From an optimization exercise on the open Yosys and OpenROAD flow, aimed at small area, a short achievable clock period and few clock cycles; shortcuts taken in it are not production practice. Only simulation tests tie the RTL to the original design; equivalence was not proved. Power is estimated from default activity; no workload was simulated.

==> job 4700 <==
## paltein_core
module paltein_core (
    input  wire        clk,
    input  wire        rst,           
    input  wire        start,
    input  wire [13:0] start_pc,
    input  wire [31:0] bound,
    input  wire [31:0] evt_time,
    input  wire [2:0]  port_idx,
    output wire        ready,
    output reg         done,
    output reg  [3:0]  fault,
    output reg  [14:0] end_pc,
    output reg  [31:0] steps,
    output wire        imem_en,
    output wire [13:0] imem_addr,
    input  wire [31:0] imem_rdata,
    output reg         dmem_en,
    output reg         dmem_we,
    output reg  [31:0] dmem_addr,
    output reg  [3:0]  dmem_be,
    output reg  [31:0] dmem_wdata,
    input  wire [31:0] dmem_rdata
);
export LEC_CHECK = 0
export CAP_MARGIN = 30
export CORE_MARGIN = 2
export CORE_UTILIZATION = 40
export CTS_BUF_LIST = sky130_fd_sc_hd__clkbuf_4 sky130_fd_sc_hd__clkbuf_8
export SLEW_MARGIN = 30
create_clock -name core_clock -period 22.0 [get_ports {clk}]
run.sh (not shown) runs the stock make flow with config.mk's settings and CLKGATE_MAP_FILE= SYNTH_SCRIPT=/design/flow/synth_recipe.tcl, a recipe that flattens the netlist after the stock synthesis.
==> job 5023: changes against job 4700 <==
--- a/flow/design.v
+++ b/flow/design.v
@@ -58,13 +58,12 @@
                      OP_LDHS  = 6'h25, OP_LDB   = 6'h26, OP_LDBS  = 6'h27,
                      OP_STW   = 6'h28, OP_STH   = 6'h29, OP_STB   = 6'h2A,
                      OP_EXT   = 6'h2B, OP_EXTS  = 6'h2C, OP_INS   = 6'h2D,
                      OP_BR    = 6'h2E, OP_LOOP  = 6'h2F, OP_CALL  = 6'h30,
                      OP_RET   = 6'h31, OP_END   = 6'h32, OP_TEVT  = 6'h36;
     reg        run;
-    reg        fin_q;                 
     reg [3:0]  es;
     reg [31:0] left;                  
     reg [3:0]  pend;                  
     reg [31:0] evt_time_r;
     reg [2:0]  port_r;
     reg [14:0] lpc;                   
@@ -94,22 +93,21 @@
     reg [13:0] c1_end, c2_end;        
     reg [3:0]  c1_reg, c2_reg;        
     reg        c1_ok, c2_ok;
     reg [33:0] x0;                    
     reg [32:0] x1;                    
     reg [31:0] x2;                    
-    reg [33:0] x3;                    
     reg        xs;                    
     reg [2:0]  xn;                    
     reg [4:0]  xc;                    
     reg        xhi;                   
     reg        xqn, xrn;              
     reg [3:0]  xd;                    
     reg [2:0]  ld_op;
     reg [1:0]  ld_lane;
-    assign ready     = !run && !fin_q;
+    assign ready     = !run;
     assign imem_en   = run;
     assign imem_addr = fa[13:0];
     function [21:0] pdec;
         input [31:0] w;
         reg [5:0] o;
         reg [13:0] sub;
@@ -198,38 +196,14 @@
     wire [3:0]  fa_f  = ir[21:18];
     wire [3:0]  fb    = ir[17:14];
     wire [13:0] fsub  = ir[13:0];
     wire [17:0] imm18 = ir[17:0];
     wire [31:0] imm_s = {{14{imm18[17]}}, imm18};
     wire [31:0] imm_z = {14'd0, imm18};
-    function [31:0] rf_rd;
-        input [3:0] a;
-        begin
-            case (a)
-                4'd1:  rf_rd = gv[1]  ? rf[1]  : 32'd0;
-                4'd2:  rf_rd = gv[2]  ? rf[2]  : 32'd0;
-                4'd3:  rf_rd = gv[3]  ? rf[3]  : 32'd0;
-                4'd4:  rf_rd = gv[4]  ? rf[4]  : 32'd0;
-                4'd5:  rf_rd = gv[5]  ? rf[5]  : 32'd0;
-                4'd6:  rf_rd = gv[6]  ? rf[6]  : 32'd0;
-                4'd7:  rf_rd = gv[7]  ? rf[7]  : 32'd0;
-                4'd8:  rf_rd = gv[8]  ? rf[8]  : 32'd0;
-                4'd9:  rf_rd = gv[9]  ? rf[9]  : 32'd0;
-                4'd10: rf_rd = gv[10] ? rf[10] : 32'd0;
-                4'd11: rf_rd = gv[11] ? rf[11] : 32'd0;
-                4'd12: rf_rd = gv[12] ? rf[12] : 32'd0;
-                4'd13: rf_rd = gv[13] ? rf[13] : 32'd0;
-                4'd14: rf_rd = gv[14] ? rf[14] : 32'd0;
-                4'd15: rf_rd = gv[15] ? rf[15] : 32'd0;
-                default: rf_rd = 32'd0;
-            endcase
-        end
-    endfunction
-    reg  [31:0] oa, ob;
-    wire [31:0] ga = oa;
-    wire [31:0] r2 = ob;
+    wire [31:0] ga = (fa_f != 4'd0 && gv[fa_f]) ? rf[fa_f] : 32'd0;
+    wire [31:0] r2 = (rb   != 4'd0 && gv[rb])   ? rf[rb]   : 32'd0;
     wire [31:0] gb = r2;
     wire [31:0] gd = r2;
     wire [31:0] opb = sel_z ? imm_z : sel_s ? imm_s : gb;
     wire [4:0]  shamt = opb[4:0];
     wire [32:0] as_y = {1'b0, ga} + {1'b0, opb ^ {32{do_sub}}} + {32'd0, do_sub};
     wire        lt_u = !as_y[32];
@@ -380,21 +354,16 @@
     wire [5:0]  dclz_a = clz32(x0[31:0]);
     wire [5:0]  dclz_b = clz32(x1[31:0]);
     wire [4:0]  d_i0   = dclz_b[4:0] - dclz_a[4:0];
     wire        d_small = (x1[31:0] == 32'd0) || (x0[31:0] < x1[31:0]);
     wire [32:0] d_trial = {1'b0, x0[31:0]} - {1'b0, x1[31:0]};
     wire        d_ge    = !d_trial[32];
-    wire [32:0] d_s1    = {1'b0, x0[31:0]} - {2'b0, x1[31:1]};
-    wire [33:0] d_s3    = {2'b0, x0[31:0]} - x3;
-    wire        d_ge2   = d_ge ? !d_s3[33] : !d_s1[32];
     wire [31:0] d_r1    = d_ge ? d_trial[31:0] : x0[31:0];
-    wire [31:0] d_r2    = d_ge ? (d_ge2 ? d_s3[31:0] : d_trial[31:0])
-                               : (d_ge2 ? d_s1[31:0] : x0[31:0]);
-    wire [31:0] d_sh    = x1[31:0] << d_i0;
-    wire [33:0] d_b3    = {2'b0, x1[31:0]} + {1'b0, x1[31:0], 1'b0};    
-    wire [34:0] d_b3sh  = {1'b0, d_b3} << d_i0;
+    wire [32:0] d_trial2 = {1'b0, d_r1} - {2'b0, x1[31:1]};
+    wire        d_ge2   = !d_trial2[32];
+    wire [31:0] d_r2    = d_ge2 ? d_trial2[31:0] : d_r1;
     wire [31:0] neg_x0  = 32'd0 - x0[31:0];
     wire [31:0] div_res = xhi ? (xqn ? 32'd0 - x2 : x2)
                               : (xrn ? neg_x0 : x0[31:0]);
     wire [31:0] div_res0 = xhi ? 32'd0 : (xrn ? neg_x0 : x0[31:0]);
     wire [31:0] ld_shft = dmem_rdata >> {ld_lane, 3'b000};
     wire [7:0]  ld_byte = ld_shft[7:0];
@@ -449,13 +418,12 @@
     wire ok_tst_x = ({1'b0, t_start} == ((es == E_RUN) ? nx_run : nx_oth));
     wire [14:0] lp_last  = pc + {3'd0, lp_len};
     wire [14:0] lp_next  = pc + {3'd0, lp_len} + 15'd1;
     wire        ok_skip  = (lp_next == nx_run);
     wire ovl = (es == E_LD1) && q0v && ok_lpc1 && !at_end && (is_alu || is_store) &&
                (xd == 4'd0 || (fa_f != xd && rb != xd && fd != xd));
-    wire [31:0] lw_val = {22'd0, (t_rem > 10'd1) ? t_rem - 10'd1 : 10'd0};
     reg        c_lw;                   
     reg        c_dec;                  
     reg        c_fin;                  
     reg        c_flt;                  
     reg [3:0]  c_fcode;
     reg [14:0] c_fpc;
@@ -523,19 +491,13 @@
                     if (fl_more) c_lend = 1'b1; else c_go = 1'b1; 
                 end 
             end
                 end
             end else if (is_br) begin
                 if (br_take) begin
-                    if (in_frame && t_ok && {1'b0, t_end} < br_target &&
-                        !(in_frame2 && (!c1_ok || {1'b0, c1_end} < br_target))) begin
-                        c_pop = 1'b1;
-                        c_go  = 1'b1;
-                        c_npc = br_target;
-                        c_ok  = ok_br;
-                    end else if (in_frame && (!t_ok || {1'b0, t_end} < br_target))
+                    if (in_frame && (!t_ok || {1'b0, t_end} < br_target))
                         c_es = E_BPOP;
                     else begin
                         c_go  = 1'b1;
                         c_npc = br_target;
                         c_ok  = ok_br;
                     end
@@ -749,80 +711,53 @@
         if (c_lw)
             c_cost = c_cost + 4'd2;
     end
     wire redirect = c_go && !c_ok;
     wire flush    = redirect || c_tf;
     wire [31:0] nw = q1v ? q1w : imem_rdata;    
-    wire [21:0] nd = pdec(nw);
-    wire        ld_q0 = consume || !q0v;
-    function [31:0] byp;
-        input [3:0]  r;
-        input [31:0] v;
-        begin
-            if (c_lw && t_reg == r && r != 4'd0)
-                byp = lw_val;
-            else if (c_wr && c_wreg == r && r != 4'd0)
-                byp = c_wdata;
-            else
-                byp = v;
-        end
-    endfunction
-    wire [31:0] oa_new = byp(nw[21:18], rf_rd(nw[21:18]));
-    wire [31:0] ob_new = byp(nd[16:13], rf_rd(nd[16:13]));
-    wire [31:0] oa_old = byp(fa_f, oa);
-    wire [31:0] ob_old = byp(rb, ob);
-    wire [31:0] oa_n = ld_q0 ? oa_new : oa_old;
-    wire [31:0] ob_n = ld_q0 ? ob_new : ob_old;
     wire consume = ((es == E_RUN) && q0v) || ovl;
     wire in_v    = dv && (da == exp);
     wire space   = consume || !q0v || !q1v;
     wire take_nf = in_v && space;
     wire take    = take_nf && !flush;
     wire [14:0] pred_da = pred(da);
     wire [14:0] pred_fa = pred(fa);
     wire        fa_eq_pda = (fa == pred_da);
     wire        fa_eq_exp = (fa == exp);
-    wire        in_call = (imem_rdata[31:26] == OP_CALL);
-    wire        in_ret  = (imem_rdata[31:26] == OP_RET) && (rsp != 4'd0);
-    wire [14:0] in_jt   = in_call ? imem_rdata[14:0] : ret_a;
-    wire [14:0] exp_nf = take_nf ? ((in_call || in_ret) ? in_jt : pred_da) : exp;
-    wire        fa_adv = take_nf ? (!(in_call || in_ret) && fa_eq_pda) : fa_eq_exp;
+    wire [14:0] exp_nf = take_nf ? pred_da : exp;
+    wire        fa_adv = take_nf ? fa_eq_pda : fa_eq_exp;
     wire [14:0] exp_n  = redirect ? c_npc : c_tf ? NO_ADDR : exp_nf;
     wire [14:0] fa_n   = redirect ? c_npc :
                          c_tf     ? {1'b0, t_start} - 15'd1 :
                          fa_adv   ? pred_fa : exp_nf;
     always @(posedge clk) begin
         if (rst) begin
             run     <= 1'b0;
-            fin_q   <= 1'b0;
             done    <= 1'b0;
             fault   <= F_NONE;
             end_pc  <= 15'd0;
             steps   <= 32'd0;
             dmem_en <= 1'b0;
             dmem_we <= 1'b0;
         end else begin
-            done    <= fin_q;
-            fin_q   <= 1'b0;
+            done    <= 1'b0;
             dmem_en <= 1'b0;
             dmem_we <= 1'b0;
-            if (ready) begin
+            if (!run) begin
                 if (start) begin
                     run   <= 1'b1;
                     steps <= 32'd0;
                 end
             end else begin
-                steps <= steps + {28'd0, pend};
-            end
-            if (run) begin
                 if (c_fin) begin
                     run    <= 1'b0;
-                    fin_q  <= 1'b1;
+                    done   <= 1'b1;
                     fault  <= c_flt ? c_fcode : F_NONE;
                     end_pc <= c_fpc;
                 end
+                steps <= steps + {28'd0, pend} + {31'd0, c_fin && !c_flt};
                 if (c_mem && !c_flt) begin
                     dmem_en <= 1'b1;
                     dmem_we <= is_store;
                 end
             end
         end
@@ -837,13 +772,13 @@
     always @(posedge clk) begin
         if (rst || !run) begin
             q0v <= 1'b0;
             q1v <= 1'b0;
             dv  <= 1'b0;
             es  <= E_RUN;
-            if (!rst && start && ready) begin
+            if (!rst && start) begin
                 fa         <= {1'b0, start_pc};
                 exp        <= {1'b0, start_pc};
                 left       <= bound;
                 pend       <= 4'd0;
                 evt_time_r <= evt_time;
                 port_r     <= port_idx;
@@ -860,13 +795,13 @@
             da  <= fa;
             fa  <= fa_n;
             exp <= exp_n;
             if (consume || !q0v) begin
                 q0a <= q1v ? q1a : da;
                 q0w <= nw;
-                q0d <= nd;
+                q0d <= pdec(nw);
             end
             if (consume || !q0v || !q1v) begin
                 q1a <= da;
                 q1w <= imem_rdata;
             end
             if (flush) begin
@@ -874,22 +809,20 @@
                 q1v <= 1'b0;
             end else if (consume || !q0v) begin
                 q0v <= q1v || take;
                 q1v <= q1v && take;
             end else if (!q1v)
                 q1v <= take;
-            oa <= oa_n;
-            ob <= ob_n;
             left <= left_e;
-            pend <= c_flt ? 4'd0 : c_cost;
+            pend <= c_cost;
             if (c_wr && c_wreg != 4'd0) begin
                 rf[c_wreg] <= c_wdata;
                 gv[c_wreg] <= 1'b1;
             end
             if (c_lw && t_reg != 4'd0) begin
-                rf[t_reg] <= lw_val;
+                rf[t_reg] <= {22'd0, (t_rem > 10'd1) ? t_rem - 10'd1 : 10'd0};
                 gv[t_reg] <= 1'b1;
             end
             if (c_go)
                 es <= E_RUN;
             else if (c_lend) begin
                 es  <= E_LEND;
@@ -987,25 +920,23 @@
             E_MUL: begin
                 x0 <= mul_t[41:8];
                 x2 <= {mul_t[7:0], x2[31:8]};
                 xc <= xc - 5'd1;
             end
             E_DIV1: begin
-                x1 <= {1'b0, d_sh};
-                x3 <= d_b3sh[34:1];
+                x1 <= {1'b0, x1[31:0] << d_i0};
                 xc <= d_i0;
             end
             E_DIV2: begin
                 if (xc == 5'd0) begin
                     x0 <= {2'd0, d_r1};
                     x2 <= {x2[30:0], d_ge};
                 end else begin
                     x0 <= {2'd0, d_r2};
                     x2 <= {x2[29:0], d_ge, d_ge2};
                     x1 <= {3'b0, x1[31:2]};
-                    x3 <= {2'b0, x3[33:2]};
                     xc <= xc - 5'd2;
                 end
             end
             default: ;
             endcase
         end
Settings changed: CAP_MARGIN 30 to 40, CORE_UTILIZATION 40 to 55, CTS_BUF_LIST sky130_fd_sc_hd__clkbuf_4 sky130_fd_sc_hd__clkbuf_8 to default, SLEW_MARGIN 30 to 40.
==> out/qor.csv <==
metric,value,unit
status,did not finish,
htree_levels,4,
gp_congestion,1.175,
dieWidth,508.0,um
syn_nets,14640,
place_hpwl,576200,um
synth_edf_count,1619,
grt_use_met3,55.30,%
stop_stage,global routing (5_1_grt),
dp_cells,17000,
yosysSeqAreaShare,40.51,%
error_line,[ERROR GRT-0232] Routing congestion too high. Check the congestion heatmap in the GUI.,
(the above is from job 5023)
==> out/qor.csv <==
metric,value,unit
grtUsageMet1,51.57,%
grt_use_met3,11.48,%
gp_congestion,1.071,
dp_cells,20030,
yosysSeqAreaShare,39.90,%
status,no timing/DRC/antenna violations,
place_hpwl,553300,um
dieWidth,614.1,um
htree_levels,5,
(the above is from job 4700)
Testbench counts of job 4700, summed over its fixed seeds: cycles 169,734.
Testbench counts of job 5023, summed over its fixed seeds: cycles 173,049.

* * *

==> v7: inputs <==
paltein_core, a different RTL version from the one above (not shown whole).
==> flow/design.v (excerpt) <==
module paltein_core (
    input  wire        clk,
    input  wire        rst,           
    input  wire        start,
    input  wire [13:0] start_pc,
    input  wire [31:0] bound,
    input  wire [31:0] evt_time,
    input  wire [2:0]  port_idx,
    output wire        ready,
    output reg         done,
    output reg  [3:0]  fault,
    output reg  [14:0] end_pc,
    output reg  [31:0] steps,
    output wire        imem_en,
    output wire [13:0] imem_addr,
    input  wire [31:0] imem_rdata,
    output reg         dmem_en,
    output reg         dmem_we,
    output reg  [31:0] dmem_addr,
    output reg  [3:0]  dmem_be,
    output reg  [31:0] dmem_wdata,
    input  wire [31:0] dmem_rdata
);
    localparam [14:0] CODE_WORDS = 15'd12288;
    localparam [14:0] NO_ADDR    = 15'h7FFF;
    localparam [3:0] F_NONE     = 4'd0;
    localparam [3:0] F_ILLEGAL  = 4'd1;
    localparam [3:0] F_MISALIGN = 4'd2;
    localparam [3:0] F_BADADDR  = 4'd3;
    localparam [3:0] F_WPROT    = 4'd4;
    localparam [3:0] F_STACK    = 4'd5;
    localparam [3:0] F_OVERSTEP = 4'd6;
    localparam [3:0] E_RUN  = 4'd0;    
    localparam [3:0] E_LD1  = 4'd1;    
    localparam [3:0] E_LD2  = 4'd2;    
    localparam [3:0] E_MUL  = 4'd3;    
    localparam [3:0] E_MULW = 4'd4;    
    localparam [3:0] E_DIV1 = 4'd5;    
    localparam [3:0] E_DIV2 = 4'd6;    
    localparam [3:0] E_DIVW = 4'd7;    
    localparam [3:0] E_LEND = 4'd8;    
    localparam [3:0] E_BPOP = 4'd9;    
    localparam [3:0] E_RPOP = 4'd10;   
    localparam [3:0] E_TF1  = 4'd11;   
    localparam [3:0] E_TF2  = 4'd12;
    localparam [5:0] OP_ADD   = 6'h01, OP_SUB   = 6'h02, OP_AND   = 6'h03,
                     OP_OR    = 6'h04, OP_XOR   = 6'h05, OP_SHL   = 6'h06,
                     OP_SHR   = 6'h07, OP_SAR   = 6'h08, OP_SLT   = 6'h09,
                     OP_SLTU  = 6'h0A, OP_MIN   = 6'h0B, OP_MAX   = 6'h0C,
                     OP_MINU  = 6'h0D, OP_MAXU  = 6'h0E, OP_ADDSU = 6'h0F,
                     OP_SUBSU = 6'h10, OP_MUL   = 6'h11, OP_MULH  = 6'h12,
                     OP_MULHU = 6'h13, OP_DIV   = 6'h14, OP_DIVU  = 6'h15,
  ...
clock: 22.0 ns
lec_check: 0
cap_margin: 40
core_margin: 2
core_utilization: 45
slew_margin: 40
==> inputs of v10, as changes to v7 <==
--- a/flow/design.v
+++ b/flow/design.v
@@ -94,13 +94,15 @@
     reg [13:0] c1_end, c2_end;        
     reg [3:0]  c1_reg, c2_reg;        
     reg        c1_ok, c2_ok;
     reg [33:0] x0;                    
     reg [32:0] x1;                    
     reg [31:0] x2;                    
+    reg [33:0] x3;                    
     reg        xs;                    
+    reg        xlast;                 
     reg [2:0]  xn;                    
     reg [4:0]  xc;                    
     reg        xhi;                   
     reg        xqn, xrn;              
     reg [3:0]  xd;                    
     reg [2:0]  ld_op;
@@ -220,14 +222,15 @@
                 4'd14: rf_rd = gv[14] ? rf[14] : 32'd0;
                 4'd15: rf_rd = gv[15] ? rf[15] : 32'd0;
                 default: rf_rd = 32'd0;
             endcase
         end
     endfunction
-    wire [31:0] ga = rf_rd(fa_f);
-    wire [31:0] r2 = rf_rd(rb);
+    reg  [31:0] oa, ob;
+    wire [31:0] ga = oa;
+    wire [31:0] r2 = ob;
     wire [31:0] gb = r2;
     wire [31:0] gd = r2;
     wire [31:0] opb = sel_z ? imm_z : sel_s ? imm_s : gb;
     wire [4:0]  shamt = opb[4:0];
     wire [32:0] as_y = {1'b0, ga} + {1'b0, opb ^ {32{do_sub}}} + {32'd0, do_sub};
     wire        lt_u = !as_y[32];
@@ -367,27 +370,32 @@
     wire [2:0]  m_na = mchunks(m_a);
     wire [2:0]  m_nb = mchunks(m_b);
     wire        m_sw = (m_na < m_nb);
     wire        d_signed = (op == OP_DIV) || (op == OP_REM);
     wire [31:0] d_a = (d_signed & ga[31]) ? (32'd0 - ga) : ga;
     wire [31:0] d_b = (d_signed & gb[31]) ? (32'd0 - gb) : gb;
-    wire [8:0]  mul_c9 = {(xc == 5'd1) ? xs : 1'b0, x2[7:0]};
+    wire [8:0]  mul_c9 = {xlast ? xs : 1'b0, x2[7:0]};
     wire [41:0] mul_t  = $signed({{8{x0[33]}}, x0}) + $signed(x1) * $signed(mul_c9);
     wire [87:0] mul_v  = {{22{x0[33]}}, x0, x2};
     wire [5:0]  mul_off = {xhi, 5'd0} + 6'd32 - {xn, 3'd0};
     wire [31:0] mul_res = mul_v[mul_off +: 32];
     wire [5:0]  dclz_a = clz32(x0[31:0]);
     wire [5:0]  dclz_b = clz32(x1[31:0]);
     wire [4:0]  d_i0   = dclz_b[4:0] - dclz_a[4:0];
     wire        d_small = (x1[31:0] == 32'd0) || (x0[31:0] < x1[31:0]);
     wire [32:0] d_trial = {1'b0, x0[31:0]} - {1'b0, x1[31:0]};
     wire        d_ge    = !d_trial[32];
+    wire [32:0] d_s1    = {1'b0, x0[31:0]} - {2'b0, x1[31:1]};
+    wire [33:0] d_s3    = {2'b0, x0[31:0]} - x3;
+    wire        d_ge2   = d_ge ? !d_s3[33] : !d_s1[32];
     wire [31:0] d_r1    = d_ge ? d_trial[31:0] : x0[31:0];
-    wire [32:0] d_trial2 = {1'b0, d_r1} - {2'b0, x1[31:1]};
-    wire        d_ge2   = !d_trial2[32];
-    wire [31:0] d_r2    = d_ge2 ? d_trial2[31:0] : d_r1;
+    wire [31:0] d_r2    = d_ge ? (d_ge2 ? d_s3[31:0] : d_trial[31:0])
+                               : (d_ge2 ? d_s1[31:0] : x0[31:0]);
+    wire [31:0] d_sh    = x1[31:0] << d_i0;
+    wire [33:0] d_b3    = {2'b0, x1[31:0]} + {1'b0, x1[31:0], 1'b0};    
+    wire [34:0] d_b3sh  = {1'b0, d_b3} << d_i0;
     wire [31:0] neg_x0  = 32'd0 - x0[31:0];
     wire [31:0] div_res = xhi ? (xqn ? 32'd0 - x2 : x2)
                               : (xrn ? neg_x0 : x0[31:0]);
     wire [31:0] div_res0 = xhi ? 32'd0 : (xrn ? neg_x0 : x0[31:0]);
     wire [31:0] ld_shft = dmem_rdata >> {ld_lane, 3'b000};
     wire [7:0]  ld_byte = ld_shft[7:0];
@@ -442,12 +450,13 @@
     wire ok_tst_x = ({1'b0, t_start} == ((es == E_RUN) ? nx_run : nx_oth));
     wire [14:0] lp_last  = pc + {3'd0, lp_len};
     wire [14:0] lp_next  = pc + {3'd0, lp_len} + 15'd1;
     wire        ok_skip  = (lp_next == nx_run);
     wire ovl = (es == E_LD1) && q0v && ok_lpc1 && !at_end && (is_alu || is_store) &&
                (xd == 4'd0 || (fa_f != xd && rb != xd && fd != xd));
+    wire [31:0] lw_val = {22'd0, (t_rem > 10'd1) ? t_rem - 10'd1 : 10'd0};
     reg        c_lw;                   
     reg        c_dec;                  
     reg        c_fin;                  
     reg        c_flt;                  
     reg [3:0]  c_fcode;
     reg [14:0] c_fpc;
@@ -528,28 +537,16 @@
                         c_es = E_BPOP;
                     else begin
                         c_go  = 1'b1;
                         c_npc = br_target;
                         c_ok  = ok_br;
                     end
-                end else begin
-            if (!at_end) c_go = 1'b1; 
-            else if (!fl_ok) c_lend = 1'b1; 
-            else begin 
-                c_lw = 1'b1; 
-                if (t_rem > 10'd1) begin 
-                    c_go  = 1'b1; 
-                    c_npc = {1'b0, t_start}; 
-                    c_ok  = ok_tst_x; 
-                    c_dec = 1'b1; 
-                end else begin 
-                    c_pop = 1'b1; 
-                    if (fl_more) c_lend = 1'b1; else c_go = 1'b1; 
-                end 
-            end
-                end
+                end else if (at_end)
+                    c_lend = 1'b1;    
+                else
+                    c_go = 1'b1;
             end else if (is_loop) begin
                 if (lp_zero) begin
                     if (in_frame && (!t_ok || {1'b0, t_end} == lp_last)) begin
                         c_lend = 1'b1;
                         c_lpc  = lp_last;
                     end else begin
@@ -741,12 +738,32 @@
         if (c_lw)
             c_cost = c_cost + 4'd2;
     end
     wire redirect = c_go && !c_ok;
     wire flush    = redirect || c_tf;
     wire [31:0] nw = q1v ? q1w : imem_rdata;    
+    wire [21:0] nd = pdec(nw);
+    wire        ld_q0 = consume || !q0v;
+    function [31:0] byp;
+        input [3:0]  r;
+        input [31:0] v;
+        begin
+            if (c_lw && t_reg == r && r != 4'd0)
+                byp = lw_val;
+            else if (c_wr && c_wreg == r && r != 4'd0)
+                byp = c_wdata;
+            else
+                byp = v;
+        end
+    endfunction
+    wire [31:0] oa_new = byp(nw[21:18], rf_rd(nw[21:18]));
+    wire [31:0] ob_new = byp(nd[16:13], rf_rd(nd[16:13]));
+    wire [31:0] oa_old = byp(fa_f, oa);
+    wire [31:0] ob_old = byp(rb, ob);
+    wire [31:0] oa_n = ld_q0 ? oa_new : oa_old;
+    wire [31:0] ob_n = ld_q0 ? ob_new : ob_old;
     wire consume = ((es == E_RUN) && q0v) || ovl;
     wire in_v    = dv && (da == exp);
     wire space   = consume || !q0v || !q1v;
     wire take_nf = in_v && space;
     wire take    = take_nf && !flush;
     wire [14:0] pred_da = pred(da);
@@ -832,13 +849,13 @@
             da  <= fa;
             fa  <= fa_n;
             exp <= exp_n;
             if (consume || !q0v) begin
                 q0a <= q1v ? q1a : da;
                 q0w <= nw;
-                q0d <= pdec(nw);
+                q0d <= nd;
             end
             if (consume || !q0v || !q1v) begin
                 q1a <= da;
                 q1w <= imem_rdata;
             end
             if (flush) begin
@@ -846,20 +863,22 @@
                 q1v <= 1'b0;
             end else if (consume || !q0v) begin
                 q0v <= q1v || take;
                 q1v <= q1v && take;
             end else if (!q1v)
                 q1v <= take;
+            oa <= oa_n;
+            ob <= ob_n;
             left <= left_e;
             pend <= c_flt ? 4'd0 : c_cost;
             if (c_wr && c_wreg != 4'd0) begin
                 rf[c_wreg] <= c_wdata;
                 gv[c_wreg] <= 1'b1;
             end
             if (c_lw && t_reg != 4'd0) begin
-                rf[t_reg] <= {22'd0, (t_rem > 10'd1) ? t_rem - 10'd1 : 10'd0};
+                rf[t_reg] <= lw_val;
                 gv[t_reg] <= 1'b1;
             end
             if (c_go)
                 es <= E_RUN;
             else if (c_lend) begin
                 es  <= E_LEND;
@@ -948,32 +967,36 @@
                     x0  <= 34'd0;
                     x1  <= m_sw ? m_b : m_a;
                     x2  <= m_sw ? m_a[31:0] : m_b[31:0];
                     xs  <= m_sw ? m_a[32] : m_b[32];
                     xn  <= m_sw ? m_na : m_nb;
                     xc  <= {2'd0, m_sw ? m_na : m_nb};
+                    xlast <= (m_sw ? m_na : m_nb) == 3'd1;
                     xhi <= (op == OP_MULH) || (op == OP_MULHU);
                 end
             end
             E_MUL: begin
                 x0 <= mul_t[41:8];
                 x2 <= {mul_t[7:0], x2[31:8]};
                 xc <= xc - 5'd1;
+                xlast <= (xc == 5'd2);
             end
             E_DIV1: begin
-                x1 <= {1'b0, x1[31:0] << d_i0};
+                x1 <= {1'b0, d_sh};
+                x3 <= d_b3sh[34:1];
                 xc <= d_i0;
             end
             E_DIV2: begin
                 if (xc == 5'd0) begin
                     x0 <= {2'd0, d_r1};
                     x2 <= {x2[30:0], d_ge};
                 end else begin
                     x0 <= {2'd0, d_r2};
                     x2 <= {x2[29:0], d_ge, d_ge2};
                     x1 <= {3'b0, x1[31:2]};
+                    x3 <= {2'b0, x3[33:2]};
                     xc <= xc - 5'd2;
                 end
             end
             default: ;
             endcase
         end
CORE_UTILIZATION = 35   (was 45)
==> qor summary <==
| item | v10 | v7 |
|---|---|---|
| Area used by multi-input combinational logic | 83,000 um^2 | 78,500 um^2 |
| Number of synthesized flops with an enable pin | 1,718 | 1,619 |
| Initial DRC Count | 21,700 | 22,000 |
| Syn Area/Cell | 9.83 um^2 | 9.83 um^2 |
| Non-clock buffer share of cell area | 5.36% | 5.33% |
| RR Startpoint | q0d[12]$_DFFE_PP_ | q0d[13]$_DFFE_PP_ |
| Required arrival time at the worst endpoint | 22.72 ns | 22.64 ns |
| Num Clock Sinks | 2,110 | 2,011 |
| Top fanout value on the critical path | 38 | 31 |
| Fraction of final layout cells with drive strength greater than 1 | 12.6% | 13.4% |
| Part of the total power dissipated in the clock network | 34.5% | 38.5% |
| Fraction of standard cell area in multi-input logic | 49.2% | 49.4% |
| Seq pwr share | 38.3% | 39.3% |
| Routing usage on met3 | 9.97% | 13.4% |
| Initial standard-cell utilization of the core | 35.2% | 45.3% |
| Total met2 wirelength after detailed routing | 318 mm | 296 mm |
| Part of the power in combinational logic | 27.2% | 22.2% |
| Wire length of the first global-routing pass | 1050 mm | 991 mm |
| Peak per-stage delay on the critical path | 0.86 ns | 0.82 ns |
| Result of the run | complete, no violations | complete, no violations |
| Worst setup timing slack at the placement stage | 12.41 ns | 12.13 ns |
| Post-synthesis to final-layout area growth | 13.9% | 13.5% |
| #MultiIn Comb | 11,100 | 10,500 |
| Fmax | 112 MHz | 98.3 MHz |
Testbench counts of v7, summed over its fixed seeds: cycles 169,734.
Testbench counts of v10, summed over its fixed seeds: cycles 169,961.

afterwards: timing with drivers on the ports:
No port has a modelled driver above. Below, the same layouts with a new extraction and two added sets of constraints.
Step 1 sets driving cells, clkbuf_16 on the clock port and buf_2 on the other inputs (assumed; they add their load-dependent delay and slew).
Step 2, shift: input delay + t, output delay - t, t = (earliest + latest rising clock arrival at the registers) / 2. This alone moves slack from input paths to output paths.
Slacks: ideal / step 1 / step 2; pairs: ideal / step 1.
| run | shift t [ns] | setup slack, ns | hold WS [ns] |
|---|---|---|---|
| job 4700 | 1.235 | 13.056 / 13.056 / 12.621 | 0.456 / 0.456 / 0.456 |
| v7 | 1.044 | 11.825 / 11.825 / 11.825 | 0.467 / 0.467 / 0.467 |
| v10 | 1.073 | 13.045 / 13.045 / 12.253 | 0.465 / 0.465 / 0.465 |
After both steps setup and hold are still met in every run listed. The setup slack of v10, which loses most, moves by 0.000 ns with the drivers and by -0.792 ns with both steps.
